Source: an optimization exercise on an open RTL-to-GDS flow (aim: small area, a short achievable clock period and few clock cycles). Production flows keep margins and buffers that such runs may drop.
At most, simulation tests tie the RTL to the original design; equivalence was not proved.
Only the layout flow was run in runs 4 to 6; the RTL was not checked for function there.
Power and IR drop assume default switching activity.

File: flow/flow/run.sh
#!/bin/bash
set -euo pipefail
export SETUP_SLACK_MARGIN=5.5
export BUFFER_PORTS_ARGS="-buffer_cell sky130_fd_sc_hd__buf_4"
bash standard.sh > flow_make.log 2>&1
File: flow/standard.sh
#!/bin/bash
# synth_recipe.tcl (not shown) runs the flow's synth.tcl, then flattens the netlist and writes it again
# the make line also repeats each setting of config.mk as NAME=value (left out here)
make -C /OpenROAD-flow-scripts/flow DESIGN_CONFIG=/design/flow/config.mk WORK_HOME=/design/flow/orfs CLKGATE_MAP_FILE= SYNTH_SCRIPT=/design/flow/synth_recipe.tcl "${@:-finish}"
File: flow/config.mk
export PLATFORM = sky130hd
export DESIGN_NAME = hyb_encoder
export DESIGN_NICKNAME = hyb_encoder
export VERILOG_FILES = /design/flow/design.v
export SDC_FILE = /design/flow/constraint.sdc
export NUM_CORES = 4
export LEC_CHECK = 0
export CAP_MARGIN = 20
export CORE_MARGIN = 2
export CORE_UTILIZATION = 40
export SLEW_MARGIN = 20
File: flow/constraint.sdc
create_clock -name core_clock -period 10.0 [get_ports {clk}]
set_input_delay 2.0000 -clock core_clock [delete_from_list [all_inputs] [get_ports {clk}]]
set_output_delay 2.0000 -clock core_clock [all_outputs]
set_load 0.01 [all_outputs]
File: flow/design.v
module hyb_encoder (
    input  wire        clk,
    input  wire        rst,
    input  wire [19:0] cfg_knee0,        
    input  wire [19:0] cfg_knee1,        
    input  wire [19:0] cfg_knee2,        
    input  wire [2:0]  cfg_log2_s,       
    input  wire [25:0] cfg_period_ns,    
    input  wire [4:0]  cfg_width,        
    input  wire        cfg_dither_en,    
    input  wire        cfg_colour_rot,   
    input  wire [1:0]  cfg_fc,           
    input  wire        in_valid,
    output reg         in_ready,
    input  wire [19:0] in_p,
    input  wire [3:0]  in_trim,          
    input  wire [1:0]  in_colour,
    input  wire        in_x0,            
    input  wire        in_y0,            
    output reg         out_valid,
    output reg  [7:0]  out_a,
    output reg  [16:0] out_h,
    output reg  [9:0]  lad_addr,         
    input  wire [19:0] lad_rdata
);
    localparam [2:0] S_IDLE   = 3'd0,    
                     S_SEARCH = 3'd1,    
                     S_DEC    = 3'd2,    
                     S_FETCH  = 3'd3,    
                     S_WAIT   = 3'd4,    
                     S_ZERO   = 3'd5;    
    wire [2:0] k_req = (cfg_log2_s == 3'd7) ? 3'd6 : cfg_log2_s;
    reg  [2:0] k_use;
    integer jx;
    always @(*) begin
        k_use = 3'd0;
        for (jx = 1; jx <= 6; jx = jx + 1)
            if (jx <= k_req && {6'd0, cfg_period_ns} >= (32'd130208 << jx))
                k_use = jx[2:0];
    end
    reg [2:0] k_r;
    always @(posedge clk) k_r <= k_use;
    reg [2:0]  st;
    reg        fetch_r;       
    reg        fast_r;        
    reg [4:0]  s;             
    reg [19:0] p_r;
    reg [17:0] k_r2;          
    reg [3:0]  trim_r;
    reg [1:0]  col_r;
    reg [7:0]  mp;            
    reg [7:0]  mk;            
    reg [19:0] lpa;           
    reg        lv;
    reg        zero_r;
    reg [3:0]  d_r;           
    reg [19:0] kc_raw;
    always @(*) begin
        case (in_colour)
            2'd0:    kc_raw = cfg_knee0;
            2'd1:    kc_raw = cfg_knee1;
            default: kc_raw = cfg_knee2;
        endcase
    end
    wire [17:0] kc_in = (kc_raw < 20'h01000) ? 18'h01000 :
                        (kc_raw > 20'h30000) ? 18'h30000 : kc_raw[17:0];
    wire        bneg0 = trim_r[1];
    wire        bone0 = trim_r[0];
    wire        btwo0 = trim_r[1] & ~trim_r[0];
    wire        bneg1 = trim_r[3] & ~(trim_r[2] & trim_r[1]);
    wire        bone1 = trim_r[2] ^ trim_r[1];
    wire        btwo1 = (trim_r[3] & ~trim_r[2] & ~trim_r[1]) | (~trim_r[3] & trim_r[2] & trim_r[1]);
    wire [19:0] bm0   = ({20{bone0}} & {2'b0, k_r2}) | ({20{btwo0}} & {1'b0, k_r2, 1'b0});
    wire [19:0] bm1   = ({20{bone1}} & {2'b0, k_r2}) | ({20{btwo1}} & {1'b0, k_r2, 1'b0});
    wire [22:0] kx    = {k_r2, 3'b0, bneg0 & bneg1, bneg0 ^ bneg1};
    wire [22:0] ky    = bneg0 ? ~{3'b0, bm0} : {3'b0, bm0};
    wire [22:0] kz    = bneg1 ? ~{1'b0, bm1, 2'b0} : {1'b0, bm1, 2'b0};
    wire [22:0] ks    = kx ^ ky ^ kz;
    wire [22:0] kcy   = {(kx[21:0] & ky[21:0]) | (kx[21:0] & kz[21:0]) | (ky[21:0] & kz[21:0]), 1'b0};
    wire [5:0]  klow  = {1'b0, ks[4:0]} + {1'b0, kcy[4:0]};
    wire [17:0] k_add = k_r2 + lpa[17:0] + {17'd0, lpa[18]};
    reg [1:0] m_dith;
    always @(*) begin
        case ({in_y0, in_x0})
            2'b00:   m_dith = 2'd0;
            2'b01:   m_dith = 2'd2;
            2'b10:   m_dith = 2'd3;
            default: m_dith = 2'd1;
        endcase
    end
    wire [4:0] width = (cfg_width > 5'd16) ? 5'd16 : cfg_width;
    wire [1:0] cr    = cfg_colour_rot ? in_colour : 2'd0;
    wire [1:0] phi   = cfg_dither_en ? (m_dith + cfg_fc + cr) : 2'd0;
    wire [6:0] wphi  = width * phi;
    wire [3:0] d_in  = wphi[5:2];                           
    wire [1:0] c_in  = cfg_dither_en ? phi : 2'd2;          
    wire        s_p   = s[0];                     
    wire [4:0]  s_m1  = s - 5'd1;
    wire [2:0]  bidx  = 3'd7 - s_m1[3:1];         
    wire [7:0]  bit_b = 8'd1 << bidx;
    wire [7:0]  mask1 = ((8'd1 << bidx) - 8'd1) >> 1;       
    wire [7:0]  m_cur = s_p ? mp : mk;
    wire [19:0] key   = s_p ? p_r : {2'b0, k_r2};
    wire        lt    = lad_rdata < key;
    wire [7:0]  m_lt  = m_cur | bit_b;
    wire [7:0]  nx0   = m_cur | mask1;
    wire [7:0]  nx1   = m_cur | bit_b | mask1;
    wire [8:0]  f0s   = {1'b0, mk} + {5'd0, d_r};
    wire [8:0]  f1s   = {1'b0, mk | 8'd1} + {5'd0, d_r};
    wire [7:0]  f0    = f0s[8] ? 8'd255 : f0s[7:0];
    wire [7:0]  f1    = f1s[8] ? 8'd255 : f1s[7:0];
    reg  [7:0]  f0_r, f1_r;
    wire        g0    = f0_r > mp;                
    wire        g1    = f1_r > mp;
    wire [7:0]  a0    = g0 ? f0_r : mp;
    wire [7:0]  a1    = g1 ? f1_r : mp;
    wire        fetch0 = g0 || !lv;
    wire        fetch1 = g1 || !lv;
    wire        h10   = (f0 > (mp | 8'd1)) || !lv;
    wire        h11   = (f1 > (mp | 8'd1)) || !lv;
    wire        fast0 = !(f0 > mp) && !(f1 > mp);    
    wire        fast1 = !h10 && !h11;
    reg         dv_busy;
    reg         dv_init;
    reg  [4:0]  dv_cnt;
    reg  [19:0] dv_rem;
    reg  [19:0] dv_l;
    reg  [19:0] dv_q;
    reg  [7:0]  dv_a;
    reg  [1:0]  dv_c;
    reg  [1:0]  c_r;
    wire [21:0] sub  = {1'b0, dv_rem, 1'b0} - {2'b0, dv_l};
    wire        qb   = !sub[21];
    wire        last = dv_busy && (dv_cnt == 5'd1);
    wire        dfree = !dv_busy || last;        
    wire        hand_f  = (st == S_SEARCH) && (s == 5'd16) && fast_r;
    wire        hand    = (st == S_ZERO) || (st == S_DEC && !fetch_r) ||
                          (st == S_FETCH) || (st == S_WAIT) || hand_f;
    wire        handoff = hand && dfree;
    reg         zp;
    wire        zskip   = (st == S_ZERO) && !dfree && !zp;
    wire        accept  = in_ready && in_valid;
    reg [2:0] st_n;
    always @(*) begin
        st_n = st;
        case (st)
            S_SEARCH: if (s == 5'd16) st_n = fast_r ? (handoff ? S_IDLE : S_WAIT) : S_DEC;
            S_DEC:    st_n = fetch_r ? S_FETCH : (handoff ? S_IDLE : S_WAIT);
            S_FETCH, S_WAIT: if (handoff) st_n = S_IDLE; else st_n = S_WAIT;
            S_ZERO:   st_n = (handoff || zskip) ? S_IDLE : S_WAIT;
            default: ;
        endcase
        if (accept) st_n = (in_p == 20'd0) ? S_ZERO : S_SEARCH;
    end
    wire fetch_n = (st == S_SEARCH && s == 5'd16) ? (lt ? fetch1 : fetch0) : fetch_r;
    wire fast_n  = (st == S_SEARCH && s == 5'd15) ? (lt ? fast1 : fast0) : fast_r;
    wire busy_n  = handoff || (dv_busy && !last);
    wire cnt1_n  = handoff ? 1'b0 : (dv_cnt == 5'd2);
    wire free_n  = !busy_n || cnt1_n;
    wire [19:0] o_sum = dv_q + {17'd0, c_o, 1'b1};
    reg  [1:0]  c_o;
    reg  [7:0]  a_o;
    reg         last_q, zq;
    reg [7:0] la0, la1;
    always @(*) begin
        la0 = lad_addr[7:0];
        la1 = lad_addr[7:0];
        if (st == S_SEARCH) begin
            if (s == 5'd0) begin
                la0 = 8'd127;                     
                la1 = 8'd127;
            end else if (s <= 5'd14) begin
                la0 = nx0;
                la1 = nx1;
            end else if (s == 5'd16) begin
                la0 = a0;                         
                la1 = a1;
            end
        end
        if (accept) begin
            la0 = 8'd127;                         
            la1 = 8'd127;
        end
    end
    always @(posedge clk) begin
        lad_addr <= {accept ? in_colour : col_r, lt ? la1 : la0};
        st <= st_n;
        fetch_r <= fetch_n;
        fast_r  <= fast_n;
        f0_r    <= f0;
        f1_r    <= f1;
        in_ready <= (st_n == S_IDLE) || (st_n == S_ZERO && !zp) ||
                    (free_n && ((st_n == S_DEC && !fetch_n) || st_n == S_FETCH ||
                                st_n == S_WAIT || (st_n == S_ZERO && !zp) ||
                                (st_n == S_SEARCH && s == 5'd15 && fast_n)));
        s <= s + 5'd1;
        if (st == S_SEARCH) begin
            if (s == 5'd0) begin
                k_r2     <= ks[22:5];
                lpa      <= {1'b0, klow[5], kcy[22:5]};
            end else begin
                if (s == 5'd1)
                    k_r2 <= k_add;
                if (s_p) begin
                    if (lt) mp <= m_lt;
                    else begin
                        lpa <= lad_rdata;
                        lv  <= 1'b1;
                    end
                end else begin
                    if (lt) mk <= m_lt;
                end
                if (s == 5'd16) begin
                    mp       <= lt ? a1 : a0;       
                end
            end
        end
        if (st == S_FETCH)
            lpa <= lad_rdata;
        if (accept) begin
            s        <= 5'd0;
            p_r      <= in_p;
            zero_r   <= (in_p == 20'd0);
            k_r2     <= kc_in;
            trim_r   <= in_trim;
            col_r    <= in_colour;
            d_r      <= d_in;
            c_r      <= c_in;
            mp       <= 8'd0;
            mk       <= 8'd0;
            lv       <= 1'b0;
        end
        if (dv_busy)
            dv_q <= {dv_init ? 19'd0 : dv_q[18:0], qb};
        if (handoff) begin
            dv_cnt  <= zero_r ? 5'd2 : (5'd13 + {2'd0, k_r});
            dv_init <= 1'b1;
            dv_rem  <= p_r;
            dv_l    <= zero_r ? 20'hFFFFF : (st == S_FETCH) ? lad_rdata : lpa;
            dv_a    <= zero_r ? 8'd0 : hand_f ? (lt ? a1 : a0) : mp;
            dv_c    <= c_r;
        end else if (dv_busy) begin
            dv_cnt  <= dv_cnt - 5'd1;
            dv_init <= 1'b0;
            dv_rem  <= qb ? sub[19:0] : {dv_rem[18:0], 1'b0};
        end
        dv_busy <= busy_n;
        last_q <= last;
        if (last) begin
            a_o  <= dv_a;
            c_o  <= dv_c;
        end
        zq <= last_q && zp;
        if (zskip)
            zp <= 1'b1;
        else if (zq)
            zp <= 1'b0;
        out_valid <= last_q || zq;
        out_a     <= zq ? 8'd0 : a_o;
        out_h     <= zq ? 17'd0 : o_sum[19:3];
        if (rst) begin
            st        <= S_IDLE;
            dv_busy   <= 1'b0;
            last_q    <= 1'b0;
            zq        <= 1'b0;
            zp        <= 1'b0;
            out_valid <= 1'b0;
            in_ready  <= 1'b0;
        end
    end
endmodule
==> summary.txt, run 1 <==
Routing
  • WL per Instance: 17.8 um
  • Final WL: 41200 um
  • Vias: between 10000 and 15000
  • Drt drc: 0
  • Post-route ant nets: 0
  • DR vias/cell: 5.40
  • Initial DRC count: between 800 and 900
  • Drt first pass iters: 7

Power
  • Pint: roughly 2600 uW
  • Maximum vdd drop: ~120 uV
  • Comb pwr share: 0.392
  • PD cells: 221 nW/um^2
  • Clock power share: 0.270
  • Seq pwr share: 0.338
  • Net Sw Frac: 0.374
  • Leakage Power: about 0.0076 uW
  • Psw: ~1500 uW

Global routing
  • Initial antenna violation count: 1
  • Global-route total usage across every layer: 0.201
  • Largest net degree at the start of global routing: 73
  • GRT overflow: 0
  • Global-route wire length before repair: between 60000 and 70000 um
  • Vias in the first global route: approximately 12000

Timing
  • Fmax: 0.224 GHz
  • Slew Viols, Final: 0
  • Worst slew margin: 0.335
  • Worst setup margin: between 5 and 6 ns
  • RSZ-0062 raised after global routing: true
  • Setup TNS: 0 ns
  • Final-report setup violation count: 0
  • Final period util: 0.446
  • Clock skew: 0.0113 ns
  • Final Hold Fails: 0
  • Worst Tran Pin Value: ~1 ns
  • Minimum clock period: between 4 and 5 ns

Final layout
  • Final non-filler cell total: 2318
  • Ant. Diodes: 0
  • Final core utilization: 0.480
  • Final Cell Area: between 15000 and 20000 um^2
  • Layout cell share with drive strength beyond 1: 0.169
  • Fill cells: around 3600
  • Layout area overhead: 18.7%
  • Nets: slightly above 2000

Placed design
  • Routability Congestion: between 0.8 and 0.9
  • Post-DP Area: ~17000 um^2
  • Pre-CTS WS: 4.73 ns
  • Number of I/O port buffers: between 150 and 200
  • DPL Wire Length: approximately 31000 um
  • Placed cells: ~2300

Critical path
  • CP cell instances: buf_4, ha_1, a21o_1, a211oi_1, o21ai_0, a21oi_1, a31oi_2, buf_4, o211ai_2, nand2b_2, o221ai_1, o21ai_0
  • Critical-path top delay cell: o221ai_1
  • Worst R2R Setup Slack: about 6 ns
  • R2R depth: 17
  • Arr. time, crit path: about 4.7 ns
  • Critical Path Start Type: input pin
  • Reg-to-Reg End: in_ready
  • Crit Path Category: input pin to register
  • CP endpoint kind: register
  • WP data required: 10.28 ns
  • CP max FO: 17
  • Reg-to-reg startpoint: d_r[0]
  • Slowest cell delay on critical path: around 0.48 ns

Synthesis
  • Synth Flop Type: edfxtp_1
  • Ranking of synthesized cells by area: edfxtp_1 32%, dfxtp_1 10%, ha_1 9.3%
  • Syn Area/Cell: 9.64 um^2
  • Netlist cell types: 84
  • Synthesized cell area: 15600 um^2
  • Synth async-reset ratio: 0
  • Post-synth EDFFs: ~160
  • Area leader, netlist: edfxtp_1
  • Synth Instances: roughly 1600
  • Area fraction of the dominant cell type after synthesis: 0.315
  • Count leader, synth: edfxtp_1
  • Number of synthesized register bits: 242
  • Seq/Total Area, Yosys: 0.415
  • Syn. warnings: 1
  • Post-synth top cells: 164 x edfxtp_1, 157 x nand2_1, 150 x nor2_1, 124 x a21oi_1, 116 x ha_1
  • Net Count, Synth: 1911

Clocking
  • CTS tree: built
  • Skew-Pair Late Insertion Delay: 0.57 ns
  • Root Buffer: clkbuf_16
  • Htree depth: 1
  • Clk buf depth: 3
  • Clk sinks: between 200 and 250
  • CTS Buf Count: 28
  • Worst-path clk slew: ~0.060 ns

Floorplanning
  • Die area: roughly 41000 um^2
  • Die width: roughly 200 um
  • Top Ports: approximately 190
  • Initial core utilization: 0.404
  • Row Count: 72
  • Die height: 202 um
  • CORE AREA: about 39000 um^2

Min path
  • Worst hold path depth: 0
  • Worst Hold Class: register to register
  • Hold path start: dv_a[4]
  • Min-Delay Endpoint: a_o[4]

Run
  • Max-cap violations: 0

Status
  • Run status: no timing/DRC/antenna violations
## placed cells by master, fill, tap and decap left out, drive strengths merged, types with 14 or more instances in the layout
cell type	instances
buf	194
mux2	23
nand4	18
nand3b	20
a21oi	124
o22ai	14
edfxtp	164
nor2	150
nand3	51
xnor2	49
dfxtp	78
fa	24
inv	78
mux2i	48
nand2b	20
xor2	37
nand2	157
a21o	32
a22oi	18
a31oi	15
nor2b	48
o21ai	84
clkbuf	33
a211oi	15
ha	116
nor3	29
## what timing repair did
| action | in CTS | in global routing |
|---|---|---|
| resized for setup | 2 | 8 |
| hold endpoints to repair | 0 | 0 |
| hold buffers | 0 | 0 |
| pin swaps | 0 | 1 |
| setup buffers | 0 | 1 |
| endpoints found under the setup margin | 14 | 16 |
## worst max-delay path, delay by kind of cell
kind / cells / cell delay [ns]
buffers and inverters: 2 / 0.36
AO/OA/AOI/OAI: 8 / 1.78
adder cells (fa/ha/maj): 1 / 0.31
AND/OR/NAND/NOR: 1 / 0.26
## registers in the layout, indices dropped and copies added (netlist names), 9 cells and up
name,flops
lpa,20
dv_l,20
k_r2,18
dv_q,20
out_h,17
dv_rem,20
p_r,20
lad_addr,9
## metrics by stage
| stage | hold WS, ns | total power, uW |
|---|---|---|
| CTS | 0.421 | 4080 |
| global route | 0.430 | 4380 |
| global placement | 0.406 | 2920 |
| detailed placement | 0.408 | 2950 |
| finish | 0.418 | 4100 |
| floorplan | 0.400 | 2470 |
## kinds of logic after synthesis
logic type	share of synthesized area
xor gates and xnor gates	0.0482
muxes	0.0473
DFF	0.415
buffers and inverters	0.0364
AOI/OAI and AO/OA	0.161
and+or+nand+nor	0.168
adders and majority gates	0.124
## power groups by stage
stage	Combinational [uW]	Sequential [uW]	Clock [uW]
floorplan	1140	1330	0
global placement	1520	1400	0
detailed placement	1550	1400	0
CTS	1570	1380	1130
global route	1810	1400	1170
finish	1610	1390	1110
## per-layer routing
| layer | global-route usage | vias to the layer above | wire (um) | share of wire |
|---|---|---|---|---|
| li1 | - | 6210 | - | - |
| met1 | 0.296 | 5841 | 19500 | 0.47 |
| met2 | 0.309 | 423 | 18000 | 0.44 |
| met3 | 0.0340 | 50 | 2970 | 0.072 |
| met4 | 0.0454 | 0 | 765 | 0.019 |
| met5 | 0 | - | 0 | 0 |
## how the worst max path moves through the flow
stage	end	slack (ns)	startpoint
2_1_floorplan	d_r[3]	5.51	in_colour[0]
3_3_place_gp	dv_a[3]	4.81	lad_rdata[9]
3_5_place_dp	dv_a[3]	4.73	lad_rdata[9]
4_1_cts	dv_a[3]	5.56	lad_rdata[9]
5_1_grt	dv_a[5]	5.41	lad_rdata[9]
6_report	dv_a[5]	5.54	lad_rdata[9]
## area by class of cell
cell class | count | area, um^2 | share of cell area
multi-input combinational | 1235 | 8650 | 0.466
sequential | 242 | 6490 | 0.350
inverter | 77 | 289 | 0.0156
timing repair buffer | 194 | 1460 | 0.0787
clock buffer | 33 | 782 | 0.0422
clock inverter | 19 | 234 | 0.0126
tap | 518 | 648 | 0.0349
Testbench counts, summed over its fixed seeds: cycles 71,260.
==> inputs of run 2 (changes only) <==
==> flow/flow/run.sh (replaced) <==
#!/bin/bash
set -euo pipefail
export SETUP_SLACK_MARGIN=6.5
export BUFFER_PORTS_ARGS="-buffer_cell sky130_fd_sc_hd__buf_4"
bash standard.sh > flow_make.log 2>&1
==> summary.txt, run 2 <==
Critical path
  • Crit Path Category: input pin to register
  • CP Launch Point: in_x0
  • WP data required: 10.31 ns
  • CP max FO: 3
  • CP cell instances: buf_6, inv_4, ha_4, nor2_2, fa_2, xnor2_2, xnor2_1, xnor2_1, nand2_1, nor3b_4, and3_4, fa_2, a21o_1, a21oi_2, xor2_1
  • Critical Path Start Type: input pin
  • CP endpoint kind: register
  • Cell family with most CP delay: adder cells
  • Worst R2R Setup Slack: 6.29 ns
  • Arr. time, crit path: 4.23 ns
  • Reg-to-Reg End: in_ready
  • Slowest cell delay on critical path: around 0.34 ns
  • Reg-to-reg startpoint: d_r[0]
  • Critical path buffers and inverters: 2
  • Critical-path top delay cell: fa_2
  • R2R depth: 16

Synthesis
  • Seq/Total Area, Yosys: 0.415
  • Count leader, synth: edfxtp_1
  • Synth Instances: between 1500 and 2000
  • Area leader, netlist: edfxtp_1
  • Synth async-reset ratio: 0
  • Number of synthesized register bits: about 240
  • Post-synth top cells: 164 x edfxtp_1, 157 x nand2_1, 150 x nor2_1, 124 x a21oi_1, 116 x ha_1
  • Area fraction of the dominant cell type after synthesis: 0.315
  • Net Count, Synth: ~1900
  • Synth Flop Type: edfxtp_1
  • Post-synth EDFFs: 164
  • Netlist cell types: between 80 and 90
  • Syn Area/Cell: 9.64 um^2
  • Synthesized cell area: roughly 16000 um^2
  • Ranking of synthesized cells by area: edfxtp_1 32%, dfxtp_1 10%, ha_1 9.3%
  • Syn. warnings: 1

Routing
  • Initial DRC count: slightly below 1000
  • Drt drc: 0
  • Post-route ant nets: 0
  • DR vias/cell: 5.48
  • Drt first pass iters: 5
  • Vias: between 10000 and 15000
  • WL per Instance: around 18 um
  • Final WL: roughly 43000 um

Global routing
  • Global-route total usage across every layer: 0.202
  • Largest net degree at the start of global routing: 74
  • Global-route wire length before repair: 66400 um
  • Initial antenna violation count: 1
  • GRT overflow: 0
  • Vias in the first global route: 12300

Power
  • Maximum vdd drop: about 110 uV
  • Leakage Power: around 0.0080 uW
  • PD cells: 220 nW/um^2

Final layout
  • Layout area overhead: 26.2%
  • Most common cell after layout, fill and taps aside: buf_4
  • Nets: around 2100
  • Layout cell share with drive strength beyond 1: 0.244
  • Most frequent cells in the layout: 220 x buf_4, 164 x edfxtp_1, 154 x nand2_1
  • Final core utilization: 0.510
  • Final non-filler cell total: 2375

Timing
  • Slew Viols, Final: 0
  • Final-report setup violation count: 0
  • Clock skew: between 0.01 and 0.015 ns
  • RSZ-0062 raised after global routing: true
  • Minimum clock period: 3.92 ns
  • Final Hold Fails: 0
  • Worst slew margin: 0.247
  • Worst Tran Pin Value: around 1.1 ns
  • Fmax: between 0.2 and 0.3 GHz
  • Setup TNS: 0 ns
  • Final period util: 0.392

Clocking
  • Clk buf depth: 3
  • Worst-path clk slew: 0.06 ns
  • Clk sinks: ~240
  • Htree depth: 1
  • Root Buffer: clkbuf_16
  • Skew-Pair Late Insertion Delay: roughly 0.56 ns
  • CTS Buf Count: 27
  • CTS tree: built

Min path
  • Hold path start: dv_a[6]
  • Min-Delay Endpoint: a_o[6]
  • Worst Hold Class: register to register
  • Worst hold path depth: 0

Placed design
  • Number of I/O port buffers: about 180
  • Placed cells: 2263
  • Routability Congestion: about 0.87
  • DPL Wire Length: 31200 um

Floorplanning
  • Top Ports: between 150 and 200
  • Row Count: 72
  • Die height: a little over 200 um
  • Initial core utilization: 0.404
  • CORE AREA: roughly 39000 um^2
  • Die area: around 41000 um^2
  • Die width: 202 um

Status
  • Run status: no timing/DRC/antenna violations

Run
  • Max-cap violations: 0
==> run 2: power breakdown <==
part	total [uW]	switching, uW	internal, uW
Combinational	1980	1110	877
Sequential	1390	159	1230
Clock	965	416	549
==> run 2: final cells by class <==
class                      count  area [um^2]
timing repair inverter         1         7.51
fill                        3498        18900
timing repair buffer         247         2050
tap                          518          648
multi-input combinational   1239         9390
sequential                   242         6490
clock inverter                18          153
antenna                        1         2.50
clock buffer                  32          694
inverter                      77          295
==> run 2: stage by stage <==
step	instance area [um^2]	hold slack, ns	power, uW	setup slack [ns]
floorplan	16100	0.400	2660	5.58
global route	19700	0.417	4600	5.98
detailed placement	17800	0.405	3120	4.87
global placement	17800	0.402	3090	4.87
CTS	19400	0.418	4290	6.10
finish	19700	0.415	4340	6.08
==> run 2: repair_timing <==
item                       CTS  global route
hold endpoints to repair     0             0
gates resized for setup     74            42
hold buffers                 0             0
setup endpoints to repair  113           110
pin swaps                   32            27
cloned                       4             2
setup buffers               40            15
==> run 2: worst max path at each step <==
stage,endpoint,depth (start not counted)
2_1_floorplan,d_r[3],13
3_3_place_gp,lad_addr[4],10
3_5_place_dp,lad_addr[4],10
4_1_cts,d_r[3],15
5_1_grt,d_r[3],15
6_report,d_r[3],15
==> run 2: cell families (layout without fill, tap and decap cells) <==
group	count (synthesis)	count (layout)	synth area share
buffers and inverters	145	375	0.0364
other	0	1	0
flip-flops	242	242	0.415
AO/OA/AOI/OAI	390	390	0.161
multiplexers	71	71	0.0473
XOR/XNOR	86	86	0.0482
AND/OR/NAND/NOR	548	552	0.168
adder cells (fa/ha/maj)	140	140	0.124
==> run 2: per-layer routing <==
metal / track usage / vias up / wire length (um)
met5: 0 / - / 0
met4: 0.0462 / 0 / 821
met3: 0.0233 / 55 / 2460
met2: 0.316 / 439 / 19200
met1: 0.300 / 6174 / 20500
li1: - / 6357 / -
==> inputs of run 3 (changes only) <==
==> flow/flow/run.sh (replaced) <==
#!/bin/bash
set -euo pipefail
export SETUP_SLACK_MARGIN=6.0
export BUFFER_PORTS_ARGS="-buffer_cell sky130_fd_sc_hd__buf_4"
bash standard.sh > flow_make.log 2>&1
==> summary.txt, run 3 <==
Status
  • Run status: no timing/DRC/antenna violations

Clocking
  • CTS Hold Bufs: 0
  • Skew-Pair Late Insertion Delay: around 0.57 ns
  • Root Buffer: clkbuf_16
  • Clk sinks: about 240
  • Htree depth: 1
  • Worst-path clk slew: 0.06 ns
  • CTS tree: built
  • CTS Buf Count: 27
  • Clk buf depth: 3

Timing
  • Fmax: roughly 0.25 GHz
  • Hold slack final: between 0.4 and 0.5 ns
  • RSZ-0062 raised after global routing: true
  • Final Hold Fails: 0
  • Worst Tran Pin Value: around 1 ns
  • Slew Viols, Final: 0
  • Worst slew margin: 0.323
  • Final-report setup violation count: 0
  • Final period util: 0.402
  • Setup TNS: 0 ns
  • Minimum clock period: 4.02 ns
  • Clock skew: about 0.011 ns

Synthesis
  • Seq/Total Area, Yosys: 0.415
  • Number of synthesized register bits: 242
  • Count leader, synth: edfxtp_1
  • Synth async-reset ratio: 0
  • Ranking of synthesized cells by area: edfxtp_1 32%, dfxtp_1 10%, ha_1 9.3%
  • Area leader, netlist: edfxtp_1
  • Syn. warnings: 1
  • Area fraction of the dominant cell type after synthesis: 0.315
  • Synthesized cell area: roughly 16000 um^2
  • Synth Instances: 1622
  • Net Count, Synth: between 1500 and 2000
  • Synth Flop Type: edfxtp_1
  • Syn Area/Cell: 9.64 um^2
  • Post-synth top cells: 164 x edfxtp_1, 157 x nand2_1, 150 x nor2_1, 124 x a21oi_1, 116 x ha_1
  • Netlist cell types: 84
  • Post-synth EDFFs: roughly 160

Critical path
  • Arr. time, crit path: 4.34 ns
  • CP max FO: 3
  • Cell family with most CP delay: XOR/XNOR gates
  • WP data required: 10.32 ns
  • CP cell instances: buf_4, inv_4, ha_4, nor2_2, fa_2, xnor2_2, xnor2_2, xnor2_2, nand2_2, nor3b_4, and3_4, fa_2, a21o_1, a21oi_2, xor2_1
  • R2R depth: 18
  • Critical Path Stages: 15
  • Critical Path Start Type: input pin
  • Slowest cell delay on critical path: approximately 0.35 ns
  • Crit Path Category: input pin to register
  • Critical path buffers and inverters: 2
  • CP dominant cell by count: xnor2_2
  • Critical-path top delay cell: fa_2
  • Worst R2R Setup Slack: around 6 ns
  • CP endpoint kind: register

Global routing
  • Initial antenna violation count: 1
  • Global-route wire length before repair: 66700 um
  • GRT overflow: 0
  • Largest net degree at the start of global routing: 74
  • Global-route total usage across every layer: 0.205
  • Vias in the first global route: between 10000 and 15000

Final layout
  • Most common cell after layout, fill and taps aside: buf_4
  • Most frequent cells in the layout: 208 x buf_4, 164 x edfxtp_1, 153 x nand2_1
  • Layout area overhead: 20.9%
  • Nets: between 2000 and 2500
  • Layout cell share with drive strength beyond 1: 0.192

Floorplanning
  • Die area: just over 40000 um^2
  • Initial core utilization: 0.404
  • Row Count: slightly above 70
  • Top Ports: approximately 190
  • Die width: roughly 200 um
  • CORE AREA: 38600 um^2
  • Die height: slightly above 200 um

Power
  • Maximum vdd drop: between 100 and 150 uV
  • PD cells: roughly 220 nW/um^2
  • Leakage Power: 0.00766 uW

Routing
  • Post-route ant nets: 0
  • DR vias/cell: around 5.4
  • WL per Instance: about 18 um
  • Drt first pass iters: 5
  • Drt drc: 0
  • Final WL: between 40000 and 50000 um
  • Initial DRC count: between 1000 and 1500
  • Vias: 12700

Placed design
  • DPL Wire Length: approximately 32000 um
  • Number of I/O port buffers: 179
  • Routability Congestion: approximately 0.91

Run
  • Max-cap violations: 0

Min path
  • Worst hold path depth: 0
  • Worst Hold Class: register to register
==> run 3: changes by cell type in the layout (fill, tap and decap cells not counted), sizes merged <==
cell and delta:
buf -36, clkbuf +4, nand3 -1, clkinv -7, o21ai +1, or2 -1
inv +2, clkinvlp -3
==> run 3: repair_timing <==
action                     CTS  global route
gates cloned                 1             2
buffers inserted            11            10
gates resized for setup     12            18
pin swaps                    8            13
setup endpoints to repair   56            60
==> run 3: area by class of cell <==
class                           count  area (um^2)
Timing Repair Buffer              210         1590
Antenna cell                        1         2.50
Tap cell                          518          648
Clock buffer                       37          764
Multi-Input combinational cell   1238         8990
Fill cell                        3566        19700
Clock inverter                     11          121
Inverter                           77          292
Sequential cell                   242         6490
==> run 3: cells by family (layout without fill, tap and decap cells) <==
family / Yosys count / after routing / synth area share
and+or+nand+nor: 548 / 550 / 0.168
adders and majority gates: 140 / 140 / 0.124
buffers and inverters: 145 / 335 / 0.0364
xor gates and xnor gates: 86 / 86 / 0.0482
DFF: 242 / 242 / 0.415
AOI/OAI and AO/OA: 390 / 391 / 0.161
muxes: 71 / 71 / 0.0473
other: 0 / 1 / 0
==> run 3: report_power, final <==
part | internal [uW] | leakage, uW | switching (uW)
logic | 773 | 0.00509 | 1050
clock network | 587 | 0.000437 | 411
registers | 1230 | 0.00214 | 164
==> run 3: per-stage QoR <==
step	cell area (um^2)	std cells	utilization	worst slack, ns	total power [uW]
finish	18900	2334	0.489	5.98	4220
global route	18900	2334	0.489	5.82	4470
CTS	18700	2321	0.484	5.86	4130
detailed placement	17700	2261	0.457	4.97	3070
global placement	17700	2261	0.457	4.95	3030
floorplan	15900	1622	-	5.58	2580
==> run 3: worst paths after layout <==
kind	start	to
max	in_x0	d_r[3]
min	dv_c[1]	c_o[1]
max reg2reg	d_r[0]	in_ready
min reg2reg	dv_c[1]	c_o[1]
==> run 3: metal layers <==
metal  routed length, um  part of all wire  global-route usage  up-vias
li1                    -                 -                   -     6259
met2               19200              0.45               0.321      388
met3                2570             0.060              0.0266       48
met4                 822             0.019              0.0509        0
met1               20000              0.47               0.298     5980
met5                   0                 0                   0        -
==> inputs of run 4 (changes only) <==
--- a/flow/design.v
+++ b/flow/design.v
@@ -160,5 +160,4 @@
     wire [19:0] o_sum = dv_q + {17'd0, c_o, 1'b1};
     reg  [1:0]  c_o;
-    reg  [7:0]  a_o;
     reg         last_q, zq;
     reg [7:0] la0, la1;
@@ -234,5 +233,5 @@
             dv_q <= {dv_init ? 19'd0 : dv_q[18:0], qb};
         if (handoff) begin
-            dv_cnt  <= zero_r ? 5'd2 : (5'd13 + {2'd0, k_r});
+            dv_cnt  <= zero_r ? 5'd3 : (5'd13 + {2'd0, k_r});
             dv_init <= 1'b1;
             dv_rem  <= p_r;
@@ -247,8 +246,6 @@
         dv_busy <= busy_n;
         last_q <= last;
-        if (last) begin
-            a_o  <= dv_a;
+        if (last)
             c_o  <= dv_c;
-        end
         zq <= last_q && zp;
         if (zskip)
@@ -257,5 +254,8 @@
             zp <= 1'b0;
         out_valid <= last_q || zq;
-        out_a     <= zq ? 8'd0 : a_o;
+        if (zq)
+            out_a <= 8'd0;
+        else if (last)
+            out_a <= dv_a;
         out_h     <= zq ? 17'd0 : o_sum[19:3];
         if (rst) begin
==> summary.txt, run 4 <==
Status
  • Run status: no timing/DRC/antenna violations

Synthesis
  • Synthesized cell area: 15700 um^2
  • Post-Synth XOR/XNOR Area: 0.0451
  • Main combinational cell family by area after synthesis: simple AND/OR/NAND/NOR gates
  • Number of synthesized register bits: 234
  • Synth async-reset ratio: 0
  • Synth Flop Type: edfxtp_1
  • Multiplexer share of the synthesized area: 0.0641
  • Seq/Total Area, Yosys: 0.397
  • Post-synth EDFFs: between 150 and 200
  • Syn. warnings: 1
  • Netlist cell types: 74
  • Syn Area/Cell: approximately 9.4 um^2
  • Post-synth top cells: 173 x nand2_1, 156 x edfxtp_1, 155 x nor2_1, 117 x a21oi_1, 116 x ha_1
  • Synth Instances: about 1700
  • Net Count, Synth: slightly below 2000
  • Area fraction of the dominant cell type after synthesis: 0.298
  • Count leader, synth: nand2_1
  • Area leader, netlist: edfxtp_1
  • Post-Synth Adder-Cell Area: 0.123
  • Post-Synth Simple-Gate Area: 0.173
  • Post-synthesis compound-gate area fraction: 0.159
  • Ranking of synthesized cells by area: edfxtp_1 30%, dfxtp_1 9.9%, ha_1 9.2%

Global routing
  • Vias in the first global route: 13100
  • Global-route wire length before repair: 71700 um
  • GRT overflow: 0
  • Largest net degree at the start of global routing: 47
  • Initial antenna violation count: 0
  • Global-route total usage across every layer: 0.219

Timing
  • Clock skew: roughly 0.016 ns
  • Final-report setup violation count: 0
  • Final Hold Fails: 0
  • Worst slew margin: 0.285
  • Worst Tran Pin Value: ~1.1 ns
  • Slew Viols, Final: 0
  • Fmax: ~0.24 GHz
  • RSZ-0062 raised after global routing: true
  • Setup TNS: 0 ns
  • Final period util: 0.417
  • Minimum clock period: ~4.2 ns

Critical path
  • CP cell instances: buf_8, ha_4, or4_4, a311oi_4, o211ai_1, buf_4, a21oi_4, mux2i_4, buf_12, a221oi_4, a211oi_4
  • Critical Path Start Type: input pin
  • CP endpoint kind: register
  • Cell family with most CP delay: compound AO/OA/AOI/OAI gates
  • Slowest cell delay on critical path: between 0.5 and 0.6 ns
  • Critical-path top delay cell: or4_4
  • Crit Path Category: input pin to register
  • Arr. time, crit path: between 4 and 5 ns
  • Critical path buffers and inverters: 3
  • WP data required: roughly 10 ns
  • CP max FO: 3

Clocking
  • Clk sinks: between 200 and 250
  • Root Buffer: clkbuf_16
  • Htree depth: 1
  • Skew-Pair Late Insertion Delay: roughly 0.55 ns
  • CTS Hold Bufs: 0
  • CTS tree: built
  • Worst-path clk slew: 0.06 ns
  • Clk buf depth: 3
  • CTS Buf Count: 28

Power
  • Pint: 2670 uW
  • Leakage Power: between 0.008 and 0.009 uW
  • PD cells: roughly 220 nW/um^2
  • Psw: 1650 uW
  • Seq pwr share: 0.317
  • Net Sw Frac: 0.382
  • Comb pwr share: 0.437
  • Maximum vdd drop: between 150 and 200 uV
  • Clock power share: 0.246

Final layout
  • Register area: between 6000 and 7000 um^2
  • Fill cells: between 3000 and 4000
  • Layout cell share with drive strength beyond 1: 0.203
  • Ant. Diodes: 0
  • Most frequent cells in the layout: 207 x buf_4, 171 x nand2_1, 156 x edfxtp_1
  • Layout area overhead: 23.2%
  • Nets: 2138
  • Final core utilization: 0.500
  • Most common cell after layout, fill and taps aside: buf_4
  • Multi-input gate area in the final layout: approximately 9400 um^2
  • Final non-filler cell total: roughly 2400

Floorplanning
  • Initial core utilization: 0.406
  • Row Count: about 70
  • Top Ports: 186
  • Die area: about 40000 um^2
  • Die width: 202 um
  • Die height: about 200 um
  • CORE AREA: around 39000 um^2

Routing
  • Final WL: between 40000 and 50000 um
  • Drt first pass iters: 5
  • Post-route ant nets: 0
  • WL per Instance: 19.2 um
  • Initial DRC count: between 700 and 800
  • Vias: 13200
  • Drt drc: 0
  • DR vias/cell: approximately 5.5

Run
  • Max-cap violations: 0

Placed design
  • Placed cells: between 2000 and 2500
  • Routability Congestion: between 0.8 and 0.9
  • Number of I/O port buffers: 179
  • DPL Wire Length: between 30000 and 40000 um

Min path
  • Worst Hold Class: register to register
==> run 4: changes by cell type after synthesis, moves of 7 or more <==
cell	previous run	this run
edfxtp_1	164	156
mux2i_1	48	76
a21oi_1	124	117
a221oi_1	1	8
nand3_1	51	61
clkbuf_1	53	63
nor2b_1	48	37
and3_1	11	19
nand2_1	157	173
nand2b_1	20	13
xor2_1	37	27
nor3_1	28	18
==> run 4: path summary, 6_finish.rpt <==
path / from / to / slack [ns] / cells after the start
worst max-delay path: lad_rdata[2] / dv_a[6] / 5.83 / 11
worst min-delay path: dv_c[1] / c_o[1] / 0.42 / 0
worst max register to register: s[0] / dv_a[6] / 6.22 / 13
worst min register to register: dv_c[1] / c_o[1] / 0.42 / 0
==> run 4: cell type report <==
cell class,instances,area share
clock buffer,40,0.0433
tap,518,0.0334
clock inverter,12,0.00626
inverter,76,0.0152
timing repair buffer,226,0.0961
sequential,234,0.322
multi-input combinational,1283,0.483
==> run 4: kinds of logic (layout without fill, tap and decap cells) <==
kind of cell | count (synthesis) | after routing
AND/OR/NAND/NOR | 570 | 571
AO/OA/AOI/OAI | 392 | 393
flip-flops | 234 | 234
buffers and inverters | 152 | 354
adder cells (fa/ha/maj) | 140 | 140
multiplexers | 98 | 98
XOR/XNOR | 81 | 81
==> run 4: layer usage <==
metal	vias up	routed length, um	GRT usage
met3	87	2020	0.0260
met2	320	23200	0.395
met5	-	0	0
li1	6441	-	-
met1	6373	19200	0.274
met4	0	1370	0.0610
==> run 4: per-stage QoR <==
step | hold slack [ns] | area [um^2] | setup slack [ns] | power (uW)
5_1_grt | 0.424 | 19400 | 5.82 | 4600
6_report | 0.419 | 19400 | 5.83 | 4310
4_1_cts | 0.421 | 19100 | 5.76 | 4260
3_3_place_gp | 0.408 | 17700 | 4.37 | 3010
3_5_place_dp | 0.406 | 17700 | 4.35 | 3050
2_1_floorplan | 0.400 | 16000 | 5.58 | 2580
==> run 4: power by group through the flow <==
stage / registers [uW] / clock network (uW) / logic, uW
final: 1360 / 1060 / 1890
after global routing: 1380 / 1130 / 2090
after CTS: 1370 / 1080 / 1810
after detailed placement: 1390 / 0 / 1660
after global placement: 1390 / 0 / 1620
after floorplan: 1310 / 0 / 1270
==> run 4: timing repair <==
action | CTS | global route
setup buffers | 19 | 12
cloned | 2 | 2
pin swaps | 15 | 21
setup endpoints to repair | 75 | 70
gates resized for setup | 34 | 29
==> inputs of run 5 (changes only) <==
--- a/flow/design.v
+++ b/flow/design.v
@@ -110,9 +110,8 @@
     wire [7:0]  f0    = f0s[8] ? 8'd255 : f0s[7:0];
     wire [7:0]  f1    = f1s[8] ? 8'd255 : f1s[7:0];
-    reg  [7:0]  f0_r, f1_r;
-    wire        g0    = f0_r > mp;                
-    wire        g1    = f1_r > mp;
-    wire [7:0]  a0    = g0 ? f0_r : mp;
-    wire [7:0]  a1    = g1 ? f1_r : mp;
+    wire        g0    = f0 > mp;                  
+    wire        g1    = f1 > mp;
+    wire [7:0]  a0    = g0 ? f0 : mp;
+    wire [7:0]  a1    = g1 ? f1 : mp;
     wire        fetch0 = g0 || !lv;
     wire        fetch1 = g1 || !lv;
@@ -187,6 +186,4 @@
         fetch_r <= fetch_n;
         fast_r  <= fast_n;
-        f0_r    <= f0;
-        f1_r    <= f1;
         in_ready <= (st_n == S_IDLE) || (st_n == S_ZERO && !zp) ||
                     (free_n && ((st_n == S_DEC && !fetch_n) || st_n == S_FETCH ||
==> summary.txt, run 5 <==
Clocking
  • Htree depth: 1
  • Clk sinks: 218
  • Worst-path clk slew: around 0.060 ns
  • CTS tree: built
  • Skew-Pair Late Insertion Delay: roughly 0.56 ns
  • CTS Buf Count: 25
  • Clk buf depth: 3
  • Root Buffer: clkbuf_16

Synthesis
  • Count leader, synth: nand2_1
  • Area fraction of the dominant cell type after synthesis: 0.308
  • Synth async-reset ratio: 0
  • Syn Area/Cell: 9.48 um^2
  • Post-Synth XOR/XNOR Area: 0.0432
  • Multiplexer share of the synthesized area: 0.0708
  • Syn. warnings: 1
  • Ranking of synthesized cells by area: edfxtp_1 31%, ha_1 8.2%, dfxtp_1 8.2%
  • Post-synth top cells: 166 x nand2_1, 156 x edfxtp_1, 129 x nor2_1, 100 x ha_1, 79 x a21oi_1
  • Post-Synth Simple-Gate Area: 0.180
  • Area leader, netlist: edfxtp_1
  • Post-synthesis compound-gate area fraction: 0.162
  • Post-Synth Adder-Cell Area: 0.114
  • Post-synth EDFFs: around 160
  • Synthesized cell area: 15200 um^2
  • Synth Flop Type: edfxtp_1
  • Net Count, Synth: between 1500 and 2000
  • Number of synthesized register bits: ~220
  • Main combinational cell family by area after synthesis: simple AND/OR/NAND/NOR gates
  • Seq/Total Area, Yosys: 0.389
  • Netlist cell types: 86
  • Synth Instances: ~1600

Final layout
  • Final non-filler cell total: around 2300
  • Layout area overhead: 22.4%
  • Most common cell after layout, fill and taps aside: buf_4
  • Most frequent cells in the layout: 214 x buf_4, 163 x nand2_1, 156 x edfxtp_1
  • Nets: slightly above 2000
  • Fill cells: approximately 3500
  • Layout cell share with drive strength beyond 1: 0.218

Global routing
  • Global-route wire length before repair: around 66000 um
  • Global-route total usage across every layer: 0.210
  • Initial antenna violation count: 0
  • Largest net degree at the start of global routing: between 50 and 60
  • GRT overflow: 0
  • Vias in the first global route: between 10000 and 15000

Timing
  • Final-report setup violation count: 0
  • Fmax: around 0.24 GHz
  • Final period util: 0.419
  • Clock skew: about 0.026 ns
  • Minimum clock period: around 4.2 ns
  • RSZ-0062 raised after global routing: true
  • Worst setup margin: roughly 5.8 ns
  • Worst slew margin: 0.327
  • Final Hold Fails: 0
  • Worst Tran Pin Value: between 1 and 1.5 ns
  • Setup TNS: 0 ns
  • Slew Viols, Final: 0

Min path
  • Worst Hold Class: register to register

Floorplanning
  • Die height: 199 um
  • Row Count: approximately 70
  • Initial core utilization: 0.405
  • CORE AREA: 37600 um^2
  • Top Ports: between 150 and 200
  • Die width: 199 um
  • Die area: 39600 um^2

Critical path
  • CP cell instances: buf_4, inv_2, fa_2, nor2b_4, o21ai_2, and2_4, nor2_2, mux2_4, ha_4, nand4_1, or3_1, a22o_4, nor4_4, buf_4, buf_6, nor3_2, a221oi_2, buf_4, a2bb2oi_1
  • Crit Path Category: register to register
  • CP max FO: 5
  • CP dominant cell by count: buf_4
  • Critical Path Start Type: register
  • Cell family with most CP delay: simple AND/OR/NAND/NOR gates
  • Slowest cell delay on critical path: about 0.52 ns
  • Arr. time, crit path: 4.46 ns
  • Critical path buffers and inverters: 5
  • WP data required: between 10 and 15 ns
  • CP endpoint kind: register
  • Critical-path top delay cell: edfxtp_1

Routing
  • DR vias/cell: 5.52
  • Drt drc: 0
  • Vias: between 10000 and 15000
  • WL per Instance: roughly 18 um
  • Initial DRC count: ~1100
  • Final WL: around 42000 um
  • Post-route ant nets: 0
  • Drt first pass iters: 5

Run
  • Max-cap violations: 0

Placed design
  • Routability Congestion: 0.895
  • Placed cells: between 2000 and 2500
  • Pre-CTS WS: ~4.6 ns
  • Number of I/O port buffers: approximately 180
  • DPL Wire Length: between 30000 and 40000 um

Power
  • Leakage Power: between 0.007 and 0.008 uW
  • Maximum vdd drop: 140 uV
  • PD cells: roughly 230 nW/um^2

Status
  • Run status: no timing/DRC/antenna violations
==> run 5: changes by cell type after synthesis, moves of 8 or more <==
cell / previous run / this run
nor2_1: 155 / 129
and3_1: 19 / 10
o21ai_0: 87 / 78
buf_2: 2 / 10
a31oi_1: 12 / 30
a21oi_1: 117 / 79
nor3_1: 18 / 26
clkbuf_1: 63 / 52
a211oi_1: 16 / 8
mux2i_1: 76 / 66
mux2_1: 0 / 9
dfxtp_1: 78 / 62
ha_1: 116 / 100
==> run 5: kinds of logic after synthesis <==
group,after synthesis
simple gates,556
compound gates,372
flops,218
buf+inv,156
fa+ha+maj,125
mux,103
xor+xnor,75
==> run 5: area by class of cell <==
cell class	count	area, um^2	area share
Clock buffer	35	703	0.0377
Inverter	80	313	0.0168
Timing Repair Buffer	224	1730	0.0930
Sequential cell	218	5930	0.318
Tap cell	511	639	0.0343
Antenna cell	1	2.50	0.000134
Clock inverter	11	120	0.00645
Multi-Input combinational cell	1233	9190	0.493
==> run 5: layer usage <==
metal  part of all wire  track usage
met5                  0            0
met4              0.019       0.0525
met3              0.058       0.0220
met2               0.45        0.338
met1               0.47        0.302
==> run 5: path summary, 6_finish.rpt <==
check,from,endpoint,slack (ns),depth (start not counted)
worst max-delay path,d_r[0],lad_addr[5],5.81,19
worst min-delay path,dv_c[0],c_o[0],0.42,0
worst min register to register,dv_c[0],c_o[0],0.42,0
worst max register to register,d_r[0],lad_addr[5],5.81,19
==> run 5: worst reg2reg max path: stages (launching register included) <==
cell and delay (ns):
edfxtp_1 0.52, buf_4 0.18, inv_2 0.03, fa_2 0.35
nor2b_4 0.14, o21ai_2 0.07, and2_4 0.16, nor2_2 0.11
mux2_4 0.34, ha_4 0.27, nand4_1 0.10, or3_1 0.42
a22o_4 0.25, nor4_4 0.13, buf_4 0.18, buf_6 0.13
nor3_2 0.05, a221oi_2 0.21, buf_4 0.18, a2bb2oi_1 0.07
==> run 5: metrics by stage <==
step	total power (uW)	hold slack, ns	cell area, um^2	utilization
finish	4220	0.418	18600	0.496
global placement	3010	0.407	17100	0.456
CTS	4170	0.419	18500	0.491
floorplan	2540	0.400	15400	-
detailed placement	3030	0.405	17100	0.456
global route	4500	0.427	18600	0.496
==> run 5: where the power goes <==
| group | switching, uW | internal, uW |
|---|---|---|
| clock network | 382 | 544 |
| registers | 160 | 1170 |
| logic | 1090 | 871 |
| total | 1630 | 2590 |
==> run 5: repair_timing <==
action                                  CTS  global route
pin swaps                                31            17
gates cloned                              3             0
hold buffers                              0             0
endpoints found under the setup margin   51            41
buffers inserted                         26             4
gates resized for setup                  60            29
==> inputs of run 6 (changes only) <==
--- a/flow/design.v
+++ b/flow/design.v
@@ -110,8 +110,9 @@
     wire [7:0]  f0    = f0s[8] ? 8'd255 : f0s[7:0];
     wire [7:0]  f1    = f1s[8] ? 8'd255 : f1s[7:0];
-    wire        g0    = f0 > mp;                  
-    wire        g1    = f1 > mp;
-    wire [7:0]  a0    = g0 ? f0 : mp;
-    wire [7:0]  a1    = g1 ? f1 : mp;
+    reg  [7:0]  f0_r, f1_r;
+    wire        g0    = f0_r > mp;                
+    wire        g1    = f1_r > mp;
+    wire [7:0]  a0    = g0 ? f0_r : mp;
+    wire [7:0]  a1    = g1 ? f1_r : mp;
     wire        fetch0 = g0 || !lv;
     wire        fetch1 = g1 || !lv;
@@ -129,6 +130,13 @@
     reg  [1:0]  dv_c;
     reg  [1:0]  c_r;
-    wire [21:0] sub  = {1'b0, dv_rem, 1'b0} - {2'b0, dv_l};
-    wire        qb   = !sub[21];
+    reg         dv_fb;
+    wire [21:0] sub1 = {1'b0, dv_rem, dv_fb} - {2'b0, dv_l};
+    wire        qb1  = !sub1[21];
+    wire [19:0] r1   = qb1 ? sub1[19:0] : {dv_rem[18:0], dv_fb};
+    wire [21:0] sub2 = {1'b0, r1, 1'b0} - {2'b0, dv_l};
+    wire        qb2  = !sub2[21];
+    wire [19:0] r2   = qb2 ? sub2[19:0] : {r1[18:0], 1'b0};
+    wire        k_ev = !k_r[0];
+    wire [4:0]  c_cnt = (5'd14 + {2'd0, k_r}) >> 1;
     wire        last = dv_busy && (dv_cnt == 5'd1);
     wire        dfree = !dv_busy || last;        
@@ -159,4 +167,5 @@
     wire [19:0] o_sum = dv_q + {17'd0, c_o, 1'b1};
     reg  [1:0]  c_o;
+    reg  [7:0]  a_o;
     reg         last_q, zq;
     reg [7:0] la0, la1;
@@ -186,4 +195,6 @@
         fetch_r <= fetch_n;
         fast_r  <= fast_n;
+        f0_r    <= f0;
+        f1_r    <= f1;
         in_ready <= (st_n == S_IDLE) || (st_n == S_ZERO && !zp) ||
                     (free_n && ((st_n == S_DEC && !fetch_n) || st_n == S_FETCH ||
@@ -228,9 +239,10 @@
         end
         if (dv_busy)
-            dv_q <= {dv_init ? 19'd0 : dv_q[18:0], qb};
+            dv_q <= {dv_init ? 18'd0 : dv_q[17:0], qb1, qb2};
         if (handoff) begin
-            dv_cnt  <= zero_r ? 5'd3 : (5'd13 + {2'd0, k_r});
+            dv_cnt  <= zero_r ? 5'd2 : c_cnt;
             dv_init <= 1'b1;
-            dv_rem  <= p_r;
+            dv_rem  <= k_ev ? (p_r >> 1) : p_r;
+            dv_fb   <= k_ev & p_r[0];
             dv_l    <= zero_r ? 20'hFFFFF : (st == S_FETCH) ? lad_rdata : lpa;
             dv_a    <= zero_r ? 8'd0 : hand_f ? (lt ? a1 : a0) : mp;
@@ -239,10 +251,13 @@
             dv_cnt  <= dv_cnt - 5'd1;
             dv_init <= 1'b0;
-            dv_rem  <= qb ? sub[19:0] : {dv_rem[18:0], 1'b0};
+            dv_rem  <= r2;
+            dv_fb   <= 1'b0;
         end
         dv_busy <= busy_n;
         last_q <= last;
-        if (last)
+        if (last) begin
+            a_o  <= dv_a;
             c_o  <= dv_c;
+        end
         zq <= last_q && zp;
         if (zskip)
@@ -251,8 +266,5 @@
             zp <= 1'b0;
         out_valid <= last_q || zq;
-        if (zq)
-            out_a <= 8'd0;
-        else if (last)
-            out_a <= dv_a;
+        out_a     <= zq ? 8'd0 : a_o;
         out_h     <= zq ? 17'd0 : o_sum[19:3];
         if (rst) begin
==> summary.txt, run 6 <==
Timing
  • Hold slack final: 0.418 ns
  • Final Hold Fails: 0
  • Minimum clock period: approximately 5 ns
  • Fmax: 0.200 GHz
  • Setup TNS: 0 ns
  • Worst slew margin: 0.284
  • Worst Tran Pin Value: roughly 1.1 ns
  • Worst setup margin: around 5 ns
  • Slew Viols, Final: 0
  • Clock skew: ~0.013 ns
  • Final period util: 0.499
  • RSZ-0062 raised after global routing: true
  • Final-report setup violation count: 0

Global routing
  • Initial antenna violation count: 0
  • Vias in the first global route: between 10000 and 15000
  • Global-route wire length before repair: between 70000 and 80000 um
  • Largest net degree at the start of global routing: 44
  • Global-route total usage across every layer: 0.209
  • GRT overflow: 0

Critical path
  • Arr. time, crit path: about 5.3 ns
  • CP endpoint kind: register
  • Reg-to-Reg End: dv_rem[19]
  • Worst R2R Setup Slack: about 5 ns
  • Crit Path Category: register to register
  • Reg-to-reg startpoint: dv_l[1]
  • Cell family with most CP delay: simple AND/OR/NAND/NOR gates
  • CP max FO: 4
  • Slowest cell delay on critical path: 0.44 ns
  • WP data required: slightly above 10 ns
  • Critical-path top delay cell: or4_4
  • CP cell instances: inv_2, ha_4, nor2b_4, o2111a_2, nor4b_4, nor4_4, o211ai_1, nand2_2, buf_12, mux2_4, ha_4, or3_4, or4_4, o221ai_4, nor2_4, o31ai_4, o21ai_4, buf_4, xor2_1, a31oi_1, a21bo_1
  • Critical path buffers and inverters: 3
  • Critical Path Start Type: register
  • CP dominant cell by count: ha_4
  • R2R depth: 21

Floorplanning
  • Die width: approximately 210 um
  • Top Ports: ~190
  • Die area: around 45000 um^2
  • Die height: about 210 um
  • Initial core utilization: 0.404
  • CORE AREA: ~43000 um^2
  • Row Count: 76

Final layout
  • Fill cells: just under 4000
  • Final Cell Area: 21400 um^2
  • Layout area overhead: 23.2%
  • Layout cell share with drive strength beyond 1: 0.217
  • Nets: 2334
  • Ant. Diodes: 0
  • Most frequent cells in the layout: 222 x buf_4, 177 x nand2_1, 165 x edfxtp_1
  • Most common cell after layout, fill and taps aside: buf_4

Min path
  • Hold path start: dv_a[4]
  • Worst Hold Class: register to register
  • Min-Delay Endpoint: a_o[4]
  • Worst hold path depth: 0

Power
  • PD cells: about 210 nW/um^2
  • Leakage Power: roughly 0.0087 uW
  • Maximum vdd drop: between 100 and 150 uV

Clocking
  • Htree depth: 1
  • CTS Buf Count: 28
  • Root Buffer: clkbuf_16
  • Clk sinks: between 200 and 250
  • Worst-path clk slew: ~0.06 ns
  • CTS tree: built
  • Clk buf depth: 3
  • Skew-Pair Late Insertion Delay: about 0.57 ns

Synthesis
  • Synth Flop Type: edfxtp_1
  • Syn Area/Cell: 9.48 um^2
  • Post-synth top cells: 182 x nand2_1, 165 x edfxtp_1, 135 x ha_1, 132 x nor2_1, 123 x a21oi_1
  • Count leader, synth: nand2_1
  • Area leader, netlist: edfxtp_1
  • Seq/Total Area, Yosys: 0.376
  • Number of synthesized register bits: roughly 240
  • Synth Instances: ~1800
  • Synth async-reset ratio: 0
  • Post-synth EDFFs: 165
  • Synthesized cell area: ~17000 um^2
  • Netlist cell types: 85
  • Syn. warnings: 1
  • Ranking of synthesized cells by area: edfxtp_1 29%, ha_1 9.7%, dfxtp_1 9.0%
  • Net Count, Synth: between 2000 and 2500
  • Area fraction of the dominant cell type after synthesis: 0.286

Routing
  • Drt drc: 0
  • WL per Instance: approximately 18 um
  • Final WL: between 40000 and 50000 um
  • Drt first pass iters: 6
  • Vias: 14600
  • DR vias/cell: ~5.5
  • Post-route ant nets: 0
  • Initial DRC count: 988

Placed design
  • DPL Wire Length: 36100 um
  • Post-DP Area: just under 20000 um^2
  • Routability Congestion: around 0.93
  • Pre-CTS WS: ~4.3 ns
  • Number of I/O port buffers: 179

Run
  • Max-cap violations: 0

Status
  • Run status: no timing/DRC/antenna violations
[run 6: cell types whose count changed in the layout (fill, tap and decap cells not counted), moves of 10 or more]
cell	change
mux2_2	+14
a31oi_1	-14
a21oi_1	+47
ha_1	+27
nand3_1	-20
a21o_1	+10
o21ai_0	+11
dfxtp_1	+15
a211oi_1	+26
nor2b_1	+25
xnor2_1	+14
nand2_1	+14
[run 6: stage by stage]
stage | util | cells | total power, uW
detailed placement | 0.453 | 2527 | 3210
finish | 0.498 | 2631 | 4410
global route | 0.498 | 2631 | 4680
global placement | 0.453 | 2527 | 3190
floorplan | - | 1831 | 2710
CTS | 0.487 | 2606 | 4300
[run 6: where the power goes]
group	internal (uW)	switching, uW	total [uW]
clock	573	425	998
combinational	878	1100	1980
sequential	1250	180	1430
total	2700	1710	4410
[run 6: cell families after synthesis]
kind of cell | Yosys count | share of synthesized area
AO/OA/AOI/OAI | 466 | 0.176
XOR/XNOR | 97 | 0.0490
adder cells (fa/ha/maj) | 161 | 0.127
buffers and inverters | 160 | 0.0362
flip-flops | 243 | 0.376
multiplexers | 116 | 0.0699
AND/OR/NAND/NOR | 588 | 0.167
[run 6: worst max path at each step]
stage | depth (start not counted) | end | from
after global placement | 20 | dv_rem[19] | dv_l[8]
after detailed placement | 20 | dv_rem[19] | dv_l[8]
after CTS | 20 | dv_rem[19] | dv_l[1]
after floorplan | 21 | dv_rem[5] | dv_rem[0]
final | 21 | dv_rem[19] | dv_l[1]
after global routing | 21 | dv_rem[18] | dv_l[1]
[run 6: timing repair]
action,in CTS,in global routing
gates cloned,5,2
setup endpoints to repair,87,66
hold buffers,0,0
pin swaps,24,37
resized for setup,45,53
buffers inserted,23,23
[run 6: cell type report]
| type | count | area (um^2) | share of cell area |
|---|---|---|---|
| sequential | 243 | 6520 | 0.305 |
| timing repair buffer | 241 | 2020 | 0.0945 |
| clock buffer | 37 | 734 | 0.0343 |
| multi-input combinational | 1432 | 10900 | 0.510 |
| tap | 585 | 732 | 0.0342 |
| inverter | 79 | 313 | 0.0146 |
| clock inverter | 14 | 159 | 0.00743 |
[run 6: metal layers]
layer	global-route usage	share of wire
met3	0.0292	0.058
met1	0.303	0.47
met4	0.0555	0.023
met5	0	0
met2	0.327	0.45

-- static timing again, ports no longer ideal --
No port has a modelled driver above. Below, the same layouts with a new extraction and two added sets of constraints. Step 1 (the two cells are an assumption about what drives the block):
set clk [get_ports {clk}]
set_driving_cell -lib_cell sky130_fd_sc_hd__clkbuf_16 $clk
set_driving_cell -lib_cell sky130_fd_sc_hd__buf_2 [delete_from_list [all_inputs] $clk]
Step 2 also shifts input and output timing later by t, the mid clock arrival at the registers, as if the neighbouring blocks saw the same clock. Three values: ideal ports, drivers, drivers and shift; two values: the first two.
run	shift t [ns]	setup WS [ns]	hold slack, ns	clock arrival spread, ns	worst slew at a driven data input, ns
run 1	0.611	5.537 / 5.563 / 4.953	0.418 / 0.418 / 0.418	0.011 / 0.011	0.06
run 2	0.605	6.080 / 6.089 / 5.485	0.415 / 0.415 / 0.415	0.012 / 0.013	0.09
run 3	0.613	5.980 / 5.998 / 5.384	0.417 / 0.417 / 0.417	0.013 / 0.013	0.09
run 4	0.592	5.834 / 5.846 / 5.254	0.419 / 0.419 / 0.419	0.017 / 0.016	0.07
run 5	0.603	5.812 / 5.812 / 5.345	0.418 / 0.418 / 0.418	0.028 / 0.027	0.08
run 6	0.617	5.009 / 5.009 / 5.009	0.418 / 0.418 / 0.418	0.013 / 0.013	0.07
After both steps every run listed still meets setup and hold. The setup slack of run 3, which loses most, moves by +0.018 ns with the drivers and by -0.596 ns with both steps.
